What follows belongs to an exercise in optimizing a design on an open flow for small area, a short achievable clock period and few clock cycles per item; a production flow would make more cautious choices.
In this exercise RTL edits were held to simulation tests only and were not proved equivalent to the original.

File: flow/config.mk
export PLATFORM = sky130hd
export DESIGN_NAME = edge_predict
export DESIGN_NICKNAME = edge_predict
export VERILOG_FILES = /design/flow/design.v
export SDC_FILE = /design/flow/constraint.sdc
export NUM_CORES = 4
export LEC_CHECK = 0
export CAP_MARGIN = 20
export CORE_MARGIN = 2
export CORE_UTILIZATION = 40
export SLEW_MARGIN = 20
File: flow/constraint.sdc
create_clock -name core_clock -period 50.0 [get_ports {clk}]
set_input_delay 10.0000 -clock core_clock [delete_from_list [all_inputs] [get_ports {clk}]]
set_output_delay 10.0000 -clock core_clock [all_outputs]
set_load 0.01 [all_outputs]
File: flow/design.v
module edge_predict (
  input  wire        clk,
  input  wire        rst,       
  input  wire        start,     
  input  wire [63:0] t_a,       
  input  wire [63:0] t_b,       
  input  wire [63:0] w_a,       
  input  wire [63:0] w_b,       
  input  wire [63:0] x,         
  output reg         busy,
  output reg         done,      
  output wire [63:0] result     
);
  localparam KD  = 3;                        
  localparam KM  = 6;                        
  localparam NG  = (32 + KM - 1) / KM;       
  localparam WM  = NG * KM;                  
  localparam PAD = (KD - (9 % KD)) % KD;
  localparam B   = 8 + WM + KD + PAD;        
  localparam WE  = KD + PAD;                 
  localparam WV  = WE + 57 + WM;             
  localparam C0  = (9 + KD + PAD) / KD;      
  localparam WS  = 57 + KM;                  
  localparam [2:0] S_IDLE = 3'd0, S_PREP = 3'd1, S_MUL = 3'd2, S_NORM = 3'd3,
                   S_DIV = 3'd4, S_FIN = 3'd5;
  reg  [2:0]    state;
  reg  [63:0]   T;         
  reg  [63:0]   A;         
  reg  [WV-1:0] V;         
  reg  [47:0]   D;         
  reg  [NG-1:0] TH;        
  reg  [5:0]    cnt;       
  reg           first;     
  assign result = T;
  wire [56:0] acc  = V[56+WM:WM];
  wire [WM-1:0] mq = V[WM-1:0];
  wire        prep = (state == S_PREP);
  reg  [WS-1:0] cs_s, cs_c, pp, t_s;
  integer j;
  always @* begin
    cs_s = {{KM{acc[56]}}, acc};
    cs_c = {{(WS-1){1'b0}}, prep};
    for (j = 0; j < KM; j = j + 1) begin
      if (prep)
        pp = (j == 0) ? {{KM{A[56]}}, A[56:0]} : {WS{1'b0}};
      else
        pp = mq[j] ? ({{KM{A[56]}}, A[56:0]} << j) : {WS{1'b0}};
      t_s  = cs_s ^ cs_c ^ pp;
      cs_c = ((cs_s & cs_c) | (cs_s & pp) | (cs_c & pp)) << 1;
      cs_s = t_s;
    end
  end
  wire [WS-1:0] msum = cs_s + cs_c;
  wire [WM-1:0] m_next = {msum[KM-1:0], mq[WM-1:KM]};
  reg  [NG-1:0] grp_nz;
  integer g;
  always @* begin
    for (g = 0; g < NG; g = g + 1)
      grp_nz[g] = |m_next[g*KM +: KM];
  end
  wire mul_more = |(grp_nz & (TH >> 1));
  wire norm_shift = (D[47:48-KD] == {KD{1'b0}}) && (D[47-KD:0] != {(48-KD){1'b0}});
  wire [47:0] D_sh = norm_shift ? {D[47-KD:0], {KD{1'b0}}} : D;
  wire norm_more = (D_sh[47:48-KD] == {KD{1'b0}}) && (D_sh[47-KD:0] != {(48-KD){1'b0}});
  reg [48:0] r;
  reg [49:0] ds;
  reg [KD-1:0] dig;
  integer k;
  always @* begin
    r = V[WV-1:B];
    for (k = 0; k < KD; k = k + 1) begin
      dig[KD-1-k] = ~r[48];
      ds = {r, V[B-1-k]} + (r[48] ? {2'b00, D} : ~{2'b00, D}) + {49'd0, ~r[48]};
      r  = ds[48:0];
    end
  end
  wire s0 = V[WV-1];
  wire [63:0] q_next = first ? {{(64-KD+1){s0}}, dig[KD-2:0]}
                             : {A[63-KD:0], dig};
  wire [31:0] dt  = T[31:0] - V[31:0];
  wire [47:0] dwn = A[47:0] + D;             
  wire [63:0] fin_sum = T + A + {63'd0, ~V[WV-1]};
  always @(posedge clk) begin
    if (rst) begin
      state <= S_IDLE;
      busy  <= 1'b0;
      done  <= 1'b0;
    end else begin
      done <= 1'b0;
      case (state)
        S_IDLE: if (start) begin
          state <= S_PREP;
          busy  <= 1'b1;
        end
        S_PREP: state <= S_MUL;
        S_MUL:  if (!mul_more) state <= norm_more ? S_NORM : S_DIV;
        S_NORM: if (!norm_more) state <= S_DIV;
        S_DIV:  if (cnt == 6'd1) state <= S_FIN;
        S_FIN: begin
          state <= S_IDLE;
          busy  <= 1'b0;
          done  <= 1'b1;
        end
        default: state <= S_IDLE;
      endcase
    end
  end
  always @(posedge clk) begin
    first <= 1'b0;
    case (state)
      S_IDLE: begin              
        T <= t_a;
        A <= {7'd0, ~w_a[56:0]};
        V <= {{WE{1'b0}}, x[56:0], {(WM-32){1'b0}}, t_b[31:0]};
        D <= w_b[47:0];
      end
      S_PREP: begin
        A   <= {{7{msum[56]}}, msum[56:0]};
        V   <= {{(WE+57){1'b0}}, {(WM-32){1'b0}}, dt};
        D   <= ~dwn;
        TH  <= {NG{1'b1}};
        cnt <= C0;
      end
      S_MUL: begin
        V   <= {{WE{msum[WS-1]}}, msum[WS-1:KM], m_next};
        TH  <= TH >> 1;
        D   <= D_sh;
        cnt <= cnt + KM/KD + {5'd0, norm_shift};
        first <= 1'b1;
      end
      S_NORM: begin
        D   <= D_sh;
        cnt <= cnt + {5'd0, norm_shift};
        first <= 1'b1;
      end
      S_DIV: begin
        V   <= {r, V[B-1:0] << KD};
        A   <= q_next;
        cnt <= cnt - 6'd1;
      end
      S_FIN: T <= fin_sum;
      default: ;
    endcase
  end
endmodule
File: flow/run.sh
#!/bin/bash
# synth_recipe.tcl (not shown) runs the flow's synth.tcl, then flattens the netlist and writes it again
# the make line also repeats each setting of config.mk as NAME=value (left out here)
make -C /OpenROAD-flow-scripts/flow DESIGN_CONFIG=/design/flow/config.mk WORK_HOME=/design/flow/orfs CLKGATE_MAP_FILE= SYNTH_SCRIPT=/design/flow/synth_recipe.tcl finish
==> results.txt, run 1 <==
status: no timing/DRC/antenna violations
layout cells sized above 1: 3.593%
Initial Utilization: 40.44%
crit start category: flip-flop
Die X: 330.7 um
max frequency: 0.07960 GHz
All-Layer GR Usage: 29.21%
mean post-synth cell area: 8.444 um2
CTS tree: done
total grt overflow: 0
slowest CP cell: edfxtp_1
CP Capture Type: flip-flop
CTS Buf Count: 37
Post-Synthesis Cell Area: 42690 um2
WL/cell: 24.51 um
non-filler instance count after layout: 6627
Mapped Nets: 6072
vias in the first global route: 38090
met2 usage: 46.21%
Slew headroom: 30.05%
CTS H-tree depth: 2
ys async rst share: 0%
M1 GR Usage: 41.05%
Worst-Skew Late Latency: 600 ps
cell mode on critical path: a21o_1
Die Span Y: 330.7 um
root buffer cell: clkbuf_16
post-layout min period: 12560 ps
Routed WL: 162400 um
post-synth cell types: 95
CP Max Fanout: 50
Remaining DRCs: 0
CP Class: flip-flop to flip-flop
sequential area share after synthesis: 20.19%
Post-Syn Instances: 5056
Final Cell Area: 48440 um2
nets@finish: 6224
count of final setup violators: 0
count of flip-flops with a built-in enable after synthesis: 283
IO buf count: 326
unrepaired setup endpoints after global routing: false
synth warn: 1
Clock Skew: 31.44 ps
row count: 119
ANT nets after route: 0
largest net degree at the start of global routing: 82
Least-Margin Pin Slew: 1040 ps
slowest stage delay, CP: 1000 ps
CTS-repair resized insts: 0
WP data required: 50400 ps
Area Overhead vs Synth: 13.46%
Post-synth top flop: edfxtp_1
pre-CTS setup slack: 37470 ps
hold_buf cts: 0
final hold violation count: 0
Post-CTS Setup Bufs: 0
clk slew on worst S/H paths: 60 ps
Cell Area, Placed: 47220 um2
first-pass GRT wire length: 240900 um
CTS Buffer Depth: 3
CTS Sinks: 289
Vias/cell: 5.986
die area: 109400 um2
detailed-placement wirelength estimate: 127600 um
gr busiest metal: met2
Vias: 39670
max cap viols: 0
Ports: 389
dpl cells: 6560
worst setup margin: 37440 ps
First DRT Iteration DRCs: 3818
Final Wtd Congestion: 0.9653
type of the most critical hold path: flip-flop to flip-flop
Max Slew Vio Count: 0
initial antenna violation count: 5
#FFs+latches synth: 289
first-pass iteration count of the detailed router: 6
critical path arrival: 12960 ps
setup TNS: 0 ps
setup slack, reg-to-reg: 37440 ps
Core ar.: 105600 um2
final worst-path cycle share: 25.13%
grt met3 use: 3.641%
[flip-flops by register name, indices dropped and copies added (netlist names)]
register  cells
V            96
A            64
T            64
D            48
cnt           6
TH            5
state         3
busy          1
done          1
first         1
[through the flow]
step	hold WS, ps	util, %
finish	558.6	45.88
global route	574.9	45.87
detailed placement	537.3	44.73
global placement	546.9	44.73
CTS	555.1	45.87
floorplan	508.7	-
[path summary, 6_finish.rpt]
path	startpoint	to	cells past startpoint
setup / recovery	D[0]	V[91]	43
hold / removal	TH[5]	TH[4]	1
setup reg to reg	D[0]	V[91]	43
hold reg to reg	TH[5]	TH[4]	1
[cell usage after synthesis (12+ instances only)]
| cell type | instances | area share [%] |
|---|---|---|
| o21bai_1 | 58 | 1.0 |
| o31ai_1 | 22 | 0.39 |
| nand4_1 | 43 | 0.63 |
| ha_1 | 401 | 12 |
| and2_1 | 16 | 0.23 |
| nor3_1 | 61 | 0.72 |
| o21a_1 | 48 | 0.84 |
| o211ai_1 | 48 | 0.84 |
| a21oi_1 | 453 | 5.3 |
| nor2b_1 | 99 | 1.5 |
| o21ai_1 | 13 | 0.15 |
| inv_1 | 384 | 3.4 |
| nor2_1 | 280 | 2.5 |
| xnor2_1 | 279 | 5.7 |
| edfxtp_1 | 283 | 20 |
| a21o_1 | 210 | 3.7 |
| and3_1 | 68 | 1.0 |
| buf_1 | 34 | 0.30 |
| o221ai_1 | 59 | 1.2 |
| clkbuf_1 | 212 | 1.9 |
| a21boi_0 | 13 | 0.23 |
| mux2i_1 | 41 | 0.96 |
| a211oi_1 | 36 | 0.63 |
| or3_1 | 18 | 0.26 |
| o22ai_1 | 37 | 0.54 |
| a31oi_1 | 42 | 0.62 |
| o21ai_0 | 334 | 3.9 |
| nor4_1 | 15 | 0.22 |
| nand2b_1 | 50 | 0.73 |
| nand2_1 | 600 | 5.3 |
| xor2_1 | 170 | 3.5 |
| mux2_2 | 12 | 0.32 |
| a221oi_1 | 40 | 0.82 |
| fa_1 | 292 | 14 |
| a22oi_1 | 12 | 0.21 |
| nand3_1 | 82 | 0.96 |
[final cells by class]
| class | instances | area (um2) |
|---|---|---|
| Timing Repair Buffer | 371 | 3601 |
| Antenna cell | 4 | 10.01 |
| Inverter | 386 | 1451 |
| Clock buffer | 46 | 959.7 |
| Clock inverter | 17 | 240.2 |
| Tap cell | 1391 | 1740 |
| Fill cell | 10350 | 57130 |
| Sequential cell | 289 | 8623 |
| Multi-Input combinational cell | 4123 | 31810 |
[cells by family after synthesis]
group                    Yosys count  synth area share [%]
AND/OR/NAND/NOR                 1377                 14.79
AO/OA/AOI/OAI                   1550                 23.36
adder cells (fa/ha/maj)          694                 25.47
XOR/XNOR                         449                 9.212
buffers and inverters            644                 5.703
multiplexers                      53                 1.278
flip-flops                       289                 20.19
[placed cells by master, fill, tap and decap left out, drive strengths merged, types with 13 or more instances in the layout]
master,synthesis,layout
a221oi,42,42
inv,384,385
o211ai,48,48
o31ai,23,23
a211oi,39,39
o21a,48,48
xor2,170,170
o21ai,348,348
a21oi,453,453
edfxtp,283,283
clkbuf,212,46
a21boi,15,15
a21o,210,210
ha,401,401
a31oi,43,43
fa,292,292
a22oi,13,13
mux2i,41,41
o221ai,59,59
nor2,280,280
and3,68,68
xnor2,279,279
o21bai,58,58
clkdlybuf4s50,0,326
nand3,83,83
o22ai,37,37
nor3,64,64
nand4,44,44
and2,16,16
nor2b,99,99
nand2,601,601
nor4,15,15
or3,18,18
buf,46,45
nand2b,50,50
[routing by layer]
layer | vias up | share of wire (%)
li1 | 18300 | -
met4 | 0 | 3.8
met5 | - | 0
met1 | 19440 | 43
met3 | 258 | 7.9
met2 | 1672 | 45
[worst max-delay path, delay by kind of cell (launching register included)]
| kind | cells | cell delay, ps |
|---|---|---|
| AO/OA/AOI/OAI | 27 | 7170 |
| XOR/XNOR | 5 | 740 |
| adder cells (fa/ha/maj) | 3 | 1250 |
| buffers and inverters | 1 | 690 |
| flip-flops | 1 | 1000 |
| AND/OR/NAND/NOR | 7 | 1480 |
Testbench counts, summed over its fixed seeds: cycles 10,842, items 512.
==> run 2: changes to the inputs <==
--- a/flow/design.v
+++ b/flow/design.v
@@ -80,4 +80,12 @@
   wire [31:0] dt  = T[31:0] - V[31:0];
   wire [47:0] dwn = A[47:0] + D;             
+  wire [56:0] dx0 = msum[56:0];
+  wire        za  = (dx0[56:50] == {7{dx0[56]}});
+  wire [56:0] dx1 = za ? {dx0[50:0], 6'd0} : dx0;
+  wire        zb  = (dx1[56:50] == {7{dx1[56]}});
+  wire [56:0] dx2 = zb ? {dx1[50:0], 6'd0} : dx1;
+  wire        zc  = (dx2[56:53] == {4{dx2[56]}});
+  wire [56:0] dx3 = zc ? {dx2[53:0], 3'd0} : dx2;
+  wire [5:0]  c0z = C0 - {4'd0, za, 1'b0} - {4'd0, zb, 1'b0} - {5'd0, zc};
   wire [63:0] fin_sum = T + A + {63'd0, ~V[WV-1]};
   always @(posedge clk) begin
@@ -116,9 +124,9 @@
       end
       S_PREP: begin
-        A   <= {{7{msum[56]}}, msum[56:0]};
+        A   <= {{7{dx3[56]}}, dx3};
         V   <= {{(WE+57){1'b0}}, {(WM-32){1'b0}}, dt};
         D   <= ~dwn;
         TH  <= {NG{1'b1}};
-        cnt <= C0;
+        cnt <= c0z;
       end
       S_MUL: begin
==> results.txt, run 2 <==
vias in the first global route: 41260
Fillers: 11100
IO buf count: 326
setup slack, reg-to-reg: 36090 ps
Final Wtd Congestion: 1.004
Simple-Gate Fraction of Synth Area: 16.22%
Ports: 389
Vias/cell: 6.005
WL/cell: 24.40 um
non-filler instance count after layout: 7107
max reg flops: 96
Post-CTS Setup Bufs: 0
Die X: 339.0 um
unrepaired setup endpoints after global routing: false
area of the multi-input gates: 33730 um2
most frequent cell after synthesis: nand2_1
Core ar.: 111000 um2
final hold slack: 541.7 ps
Worst-Skew Late Latency: 640 ps
mux share of post-synthesis cell area: 1.968%
Yosys top cell by area: edfxtp_1
CTS Buffer Depth: 3
Clock Skew: 45.58 ps
Crit path depth: 41
largest net degree at the start of global routing: 94
root buffer cell: clkbuf_16
CTS H-tree depth: 2
post-layout min period: 13910 ps
slowest stage delay, CP: 760 ps
ys async rst share: 0%
status: no timing/DRC/antenna violations
nets@finish: 6605
synth top area cells: edfxtp_1 (19%), fa_1 (13%), ha_1 (11%)
final hold violation count: 0
hold_buf cts: 0
clk slew on worst S/H paths: 60 ps
detailed-placement wirelength estimate: 137300 um
die area: 114900 um2
#FFs+latches synth: 289
Final Cell Area: 50860 um2
Max Slew Vio Count: 0
synth warn: 1
CP Capture Type: flip-flop
Post-Synthesis Cell Area: 44880 um2
Area Overhead vs Synth: 13.32%
initial antenna violation count: 8
type of the most critical hold path: flip-flop to flip-flop
Post-Syn Instances: 5437
CTS Buf Count: 42
final worst-path cycle share: 27.82%
critical path arrival: 14250 ps
largest registers: V (96), A (64), T (64)
commonest cells after routing, fill and taps aside: nand2_1 (587), a21oi_1 (486), ha_1 (403)
WP buf/inv: 4
Post-synth top flop: edfxtp_1
max cap viols: 0
CTS-repair resized insts: 0
top cell type's share of synthesized area: 18.93%
slowest CP cell: xnor3_2
Sequential cell area: 8623 um2
count of flip-flops with a built-in enable after synthesis: 283
xor/xnor share of the synthesized area: 8.675%
dpl cells: 7029
Die Span Y: 339.0 um
layout cells sized above 1: 3.880%
Initial Utilization: 40.45%
First DRT Iteration DRCs: 4171
crit start category: flip-flop
Synth top cells by count: nand2_1 (592), a21oi_1 (487), ha_1 (403), inv_1 (402), nor2_1 (374)
largest family of logic cells by synthesized area: adder cells
CTS Sinks: 289
RR Endpoint: V[95]
WP data required: 50340 ps
compound-gate portion of the synthesized area: 23.58%
final core occ: 45.83%
Vias: 42680
worst setup margin: 36090 ps
FF-to-FF Start: V[95]
Cell Area, Placed: 49520 um2
delay-heaviest family, CP: compound AO/OA/AOI/OAI gates
count of final setup violators: 0
setup TNS: 0 ps
first-pass iteration count of the detailed router: 6
CP Max Fanout: 40
total grt overflow: 0
Reg with most FFs: V
Mapped Nets: 6457
mean post-synth cell area: 8.255 um2
Routed WL: 173400 um
R2R depth: 41
Slew headroom: 20.15%
Setup crit end: V[95]
Critical Path Source: V[95]
Least-Margin Pin Slew: 1189 ps
Remaining DRCs: 0
post-synth cell types: 94
first-pass GRT wire length: 258300 um
adder-cell share of the synthesized area: 24.37%
most common cell after layout, fill and taps aside: nand2_1
All-Layer GR Usage: 29.32%
sequential area share after synthesis: 19.20%
row count: 122
CP Class: flip-flop to flip-flop
max frequency: 0.07188 GHz
CTS tree: done
pre-CTS setup slack: 36320 ps
ANT nets after route: 0
## run 2: changes by cell type after synthesis, sizes merged, moves of 27 or more
cell / previous run / this run
a21oi: 453 / 487
nor2: 280 / 375
xor2: 170 / 104
a21o: 210 / 171
nor4: 15 / 52
o22ai: 37 / 92
mux2i: 41 / 68
xnor2: 279 / 338
nand3: 83 / 130
## run 2: logic make-up after synthesis
| group | Yosys count |
|---|---|
| xor+xnor | 443 |
| mux | 86 |
| fa+ha+maj | 698 |
| simple gates | 1579 |
| buf+inv | 695 |
| compound gates | 1647 |
| flops | 289 |
## run 2: layout make-up
type                    count  share of cell area, %
repair buffers            393                  7.429
multi-input cells        4453                  66.31
diodes                      1               0.004920
inverters                 406                  3.001
flip-flops and latches    289                  16.95
clock inverters            18                 0.4034
well taps                1488                  3.661
clock buffers              59                  2.231
## run 2: worst min path at each step
stage	start	to	slack (ps)	cells past startpoint
finish	busy	busy	540	2
global placement	TH[5]	TH[4]	520	1
floorplan	TH[2]	TH[1]	510	1
global route	TH[5]	TH[4]	560	1
detailed placement	busy	busy	530	2
CTS	busy	busy	540	2
## run 2: layer usage
layer  up-vias  global-route usage (%)  wire length (um)
li1      19790                       -                 -
met1     20740                   40.78             76530
met2      1848                   46.01             75810
met3       300                   4.520             14290
met4         6                   10.44              6755
met5         -                       0                45
## run 2: worst register-to-register path: cells and delay by family (launching register included)
| kind | cells | cell delay, ps |
|---|---|---|
| AO/OA/AOI/OAI | 27 | 7770 |
| buffers and inverters | 4 | 1880 |
| XOR/XNOR | 4 | 1820 |
| adder cells (fa/ha/maj) | 3 | 1290 |
| AND/OR/NAND/NOR | 2 | 340 |
| flip-flops | 1 | 320 |
| multiplexers | 1 | 260 |
Testbench counts of run 2, summed over its fixed seeds: cycles 9,584, items 512.
==> run 3: changes to the inputs <==
--- a/flow/design.v
+++ b/flow/design.v
@@ -21,5 +21,5 @@
   localparam WV  = WE + 57 + WM;             
   localparam C0  = (9 + KD + PAD) / KD;      
-  localparam WS  = 57 + KM;                  
+  localparam WS  = 64;                       
   localparam [2:0] S_IDLE = 3'd0, S_PREP = 3'd1, S_MUL = 3'd2, S_NORM = 3'd3,
                    S_DIV = 3'd4, S_FIN = 3'd5;
@@ -36,14 +36,16 @@
   wire [WM-1:0] mq = V[WM-1:0];
   wire        prep = (state == S_PREP);
+  wire        fin  = (state == S_FIN);
+  wire        mul  = (state == S_MUL);
   reg  [WS-1:0] cs_s, cs_c, pp, t_s;
   integer j;
   always @* begin
-    cs_s = {{KM{acc[56]}}, acc};
-    cs_c = {{(WS-1){1'b0}}, prep};
+    cs_s = fin ? T : {{(WS-57){acc[56]}}, acc};
+    cs_c = {{(WS-1){1'b0}}, prep | (fin & ~V[WV-1])};
     for (j = 0; j < KM; j = j + 1) begin
-      if (prep)
-        pp = (j == 0) ? {{KM{A[56]}}, A[56:0]} : {WS{1'b0}};
+      if (j == 0)
+        pp = (prep | fin | mq[0]) ? A : {WS{1'b0}};
       else
-        pp = mq[j] ? ({{KM{A[56]}}, A[56:0]} << j) : {WS{1'b0}};
+        pp = (mul & mq[j]) ? (A << j) : {WS{1'b0}};
       t_s  = cs_s ^ cs_c ^ pp;
       cs_c = ((cs_s & cs_c) | (cs_s & pp) | (cs_c & pp)) << 1;
@@ -79,4 +81,17 @@
                              : {A[63-KD:0], dig};
   wire [31:0] dt  = T[31:0] - V[31:0];
+  reg  [NG-1:0] g_hi, g_lo;
+  reg           w3, above;
+  integer h;
+  always @* begin
+    w3 = 1'b0; above = 1'b0;
+    for (h = NG - 1; h >= 0; h = h - 1) begin
+      g_hi[h] = |(({{(WM-32){1'b0}}, dt} >> (h*KM+3)) & 3'b111);
+      g_lo[h] = |(({{(WM-32){1'b0}}, dt} >> (h*KM)) & 3'b111);
+      if (!above && !g_hi[h] && g_lo[h]) w3 = 1'b1;
+      above = above | g_hi[h] | g_lo[h];
+    end
+  end
+  wire [WM-1:0] dt_al = w3 ? ({{(WM-32){1'b0}}, dt} << 3) : {{(WM-32){1'b0}}, dt};
   wire [47:0] dwn = A[47:0] + D;             
   wire [56:0] dx0 = msum[56:0];
@@ -85,8 +100,7 @@
   wire        zb  = (dx1[56:50] == {7{dx1[56]}});
   wire [56:0] dx2 = zb ? {dx1[50:0], 6'd0} : dx1;
-  wire        zc  = (dx2[56:53] == {4{dx2[56]}});
+  wire        zc  = (dx2[56:53] == {4{dx2[56]}}) & ~(za & zb & w3);
   wire [56:0] dx3 = zc ? {dx2[53:0], 3'd0} : dx2;
-  wire [5:0]  c0z = C0 - {4'd0, za, 1'b0} - {4'd0, zb, 1'b0} - {5'd0, zc};
-  wire [63:0] fin_sum = T + A + {63'd0, ~V[WV-1]};
+  wire [5:0]  c0z = C0 - {4'd0, za, 1'b0} - {4'd0, zb, 1'b0} - {5'd0, zc} - {5'd0, w3};
   always @(posedge clk) begin
     if (rst) begin
@@ -125,5 +139,5 @@
       S_PREP: begin
         A   <= {{7{dx3[56]}}, dx3};
-        V   <= {{(WE+57){1'b0}}, {(WM-32){1'b0}}, dt};
+        V   <= {{(WE+57){1'b0}}, dt_al};
         D   <= ~dwn;
         TH  <= {NG{1'b1}};
@@ -131,5 +145,5 @@
       end
       S_MUL: begin
-        V   <= {{WE{msum[WS-1]}}, msum[WS-1:KM], m_next};
+        V   <= {{WE{msum[56+KM]}}, msum[56+KM:KM], m_next};
         TH  <= TH >> 1;
         D   <= D_sh;
@@ -147,5 +161,5 @@
         cnt <= cnt - 6'd1;
       end
-      S_FIN: T <= fin_sum;
+      S_FIN: T <= msum;
       default: ;
     endcase
==> results.txt, run 3 <==
ANT nets after route: 0
CP Max Fanout: 41
Remaining DRCs: 0
most common cell after layout, fill and taps aside: nand2_1
Post-Syn Instances: 5284
adder-cell share of the synthesized area: 24.15%
die area: 111900 um2
ys async rst share: 0%
final worst-path cycle share: 29.60%
compound-gate portion of the synthesized area: 22.65%
nets@finish: 6390
#FFs+latches synth: 289
Slew headroom: 9.841%
max cap viols: 0
Sequential cell area: 8628 um2
clk slew on worst S/H paths: 60 ps
WL/cell: 27.70 um
slowest stage delay, CP: 950 ps
initial antenna violation count: 9
Post-synth top flop: edfxtp_1
hold_buf cts: 0
total grt overflow: 0
Least-Margin Pin Slew: 1340 ps
setup TNS: 0 ps
cell mode on critical path: xnor2_1
CTS tree: done
first-pass iteration count of the detailed router: 7
Reg with most FFs: V
synth warn: 1
most frequent cell after synthesis: nand2_1
largest family of logic cells by synthesized area: adder cells
Vias: 42680
synth top area cells: edfxtp_1 (19%), fa_1 (14%), ha_1 (10%)
Clock Skew: 30.87 ps
Die Span Y: 334.5 um
All-Layer GR Usage: 33.17%
First DRT Iteration DRCs: 5289
mux share of post-synthesis cell area: 2.929%
Post-CTS Setup Bufs: 0
worst setup margin: 35200 ps
largest net degree at the start of global routing: 67
root buffer cell: clkbuf_16
Routed WL: 189900 um
commonest cells after routing, fill and taps aside: nand2_1 (811), a21oi_1 (416), inv_1 (388)
CP Class: flip-flop to flip-flop
IO buf count: 326
Core ar.: 108600 um2
post-layout min period: 14800 ps
Initial Utilization: 40.25%
row count: 121
pre-CTS setup slack: 35700 ps
Synth top cells by count: nand2_1 (816), a21oi_1 (418), inv_1 (388), ha_1 (349), o21ai_0 (314)
area of the multi-input gates: 32550 um2
sequential area share after synthesis: 19.72%
non-filler instance count after layout: 6856
CTS H-tree depth: 2
CTS Buffer Depth: 3
mean post-synth cell area: 8.269 um2
Final Wtd Congestion: 1.016
critical path arrival: 15150 ps
Mapped Nets: 6265
Vias/cell: 6.225
post-synth cell types: 97
CP Capture Type: flip-flop
vias in the first global route: 40260
type of the most critical hold path: flip-flop to flip-flop
Simple-Gate Fraction of Synth Area: 16.44%
WP data required: 50350 ps
Yosys top cell by area: edfxtp_1
# diodes: 0
top cell type's share of synthesized area: 19.45%
largest registers: V (96), A (64), T (64)
count of final setup violators: 0
slowest CP cell: edfxtp_1
CTS Buf Count: 41
Ports: 389
Fillers: 10780
CTS-repair resized insts: 0
detailed-placement wirelength estimate: 148100 um
dpl cells: 6780
Max Slew Vio Count: 0
final hold violation count: 0
layout cells sized above 1: 4.447%
count of flip-flops with a built-in enable after synthesis: 283
CTS Sinks: 289
max frequency: 0.06757 GHz
Post-Synthesis Cell Area: 43690 um2
first-pass GRT wire length: 274300 um
Die X: 334.5 um
Area Overhead vs Synth: 13.63%
xor/xnor share of the synthesized area: 7.855%
status: no timing/DRC/antenna violations
crit start category: flip-flop
unrepaired setup endpoints after global routing: false
Worst-Skew Late Latency: 660 ps
max reg flops: 96
[run 3: final timing paths]
kind                            startpoint    end  slack, ps  cells past startpoint
worst min-delay path                  busy   busy        550                      2
worst min register to register        busy   busy        550                      2
worst max-delay path                 V[95]  V[95]      35200                     44
worst max register to register       V[95]  V[95]      35200                     44
[run 3: routing by layer]
metal / global-route usage (%) / routed length (um) / vias to the layer above
met2: 49.52 / 80040 / 2564
li1: - / - / 19000
met1: 44.65 / 76020 / 20620
met5: 0 / 35 / -
met4: 18.29 / 12560 / 6
met3: 7.043 / 21230 / 485
[run 3: per-stage QoR]
step                      instance area [um2]  util (%)  hold slack [ps]
after floorplan                         43690         -            483.2
after global placement                  48160     44.37            527.5
after detailed placement                48170     44.38            533.1
after CTS                               49640     45.73            546.2
after global routing                    49650     45.74            565.8
final                                   49650     45.74            553.2
[run 3: cells by family after synthesis]
logic type	after synthesis
AND/OR/NAND/NOR	1593
multiplexers	126
flip-flops	289
AO/OA/AOI/OAI	1523
XOR/XNOR	391
buffers and inverters	704
adder cells (fa/ha/maj)	658
[run 3: layout make-up]
class,instances,area share [%]
multi-input combinational,4291,65.55
clock inverter,30,0.7686
timing repair buffer,391,7.555
tap,1414,3.563
sequential,289,17.38
clock buffer,46,2.187
inverter,395,2.996
[run 3: worst max-delay path: cells and delay by family, from the launching register on]
kind / cells / cell delay, ps
XOR/XNOR: 5 / 870
AND/OR/NAND/NOR: 10 / 3320
adder cells (fa/ha/maj): 3 / 980
buffers and inverters: 2 / 1360
flip-flops: 1 / 950
AO/OA/AOI/OAI: 24 / 6920
Testbench counts of run 3, summed over its fixed seeds: cycles 9,442, items 512.

-- port drivers added, routing unchanged --
How much do the figures lean on ideal ports? The routed layouts below were timed once more, with nothing changed but the port constraints.
Step 1 (the two cells are an assumption about what drives the block):
set clk [get_ports {clk}]
set_driving_cell -lib_cell sky130_fd_sc_hd__clkbuf_16 $clk
set_driving_cell -lib_cell sky130_fd_sc_hd__buf_2 [delete_from_list [all_inputs] $clk]
Step 2 moves the port delays by t, midway between the first and last clock arrival at a register: inputs arrive t later, outputs are due t later. That takes back most of the time a late clock gives input paths.
Slacks: ideal ports / drivers / drivers and shift; pairs: ideal ports / drivers.
| run | t (ns) | setup slack, ns | clock arrival spread, ns |
|---|---|---|---|
| run 1 | 0.656 | 37.436 / 37.436 / 37.436 | 0.031 / 0.032 |
| run 2 | 0.693 | 36.088 / 36.088 / 36.088 | 0.048 / 0.048 |
| run 3 | 0.724 | 35.202 / 35.202 / 35.202 | 0.031 / 0.031 |
After both steps setup and hold are still met in every run listed.
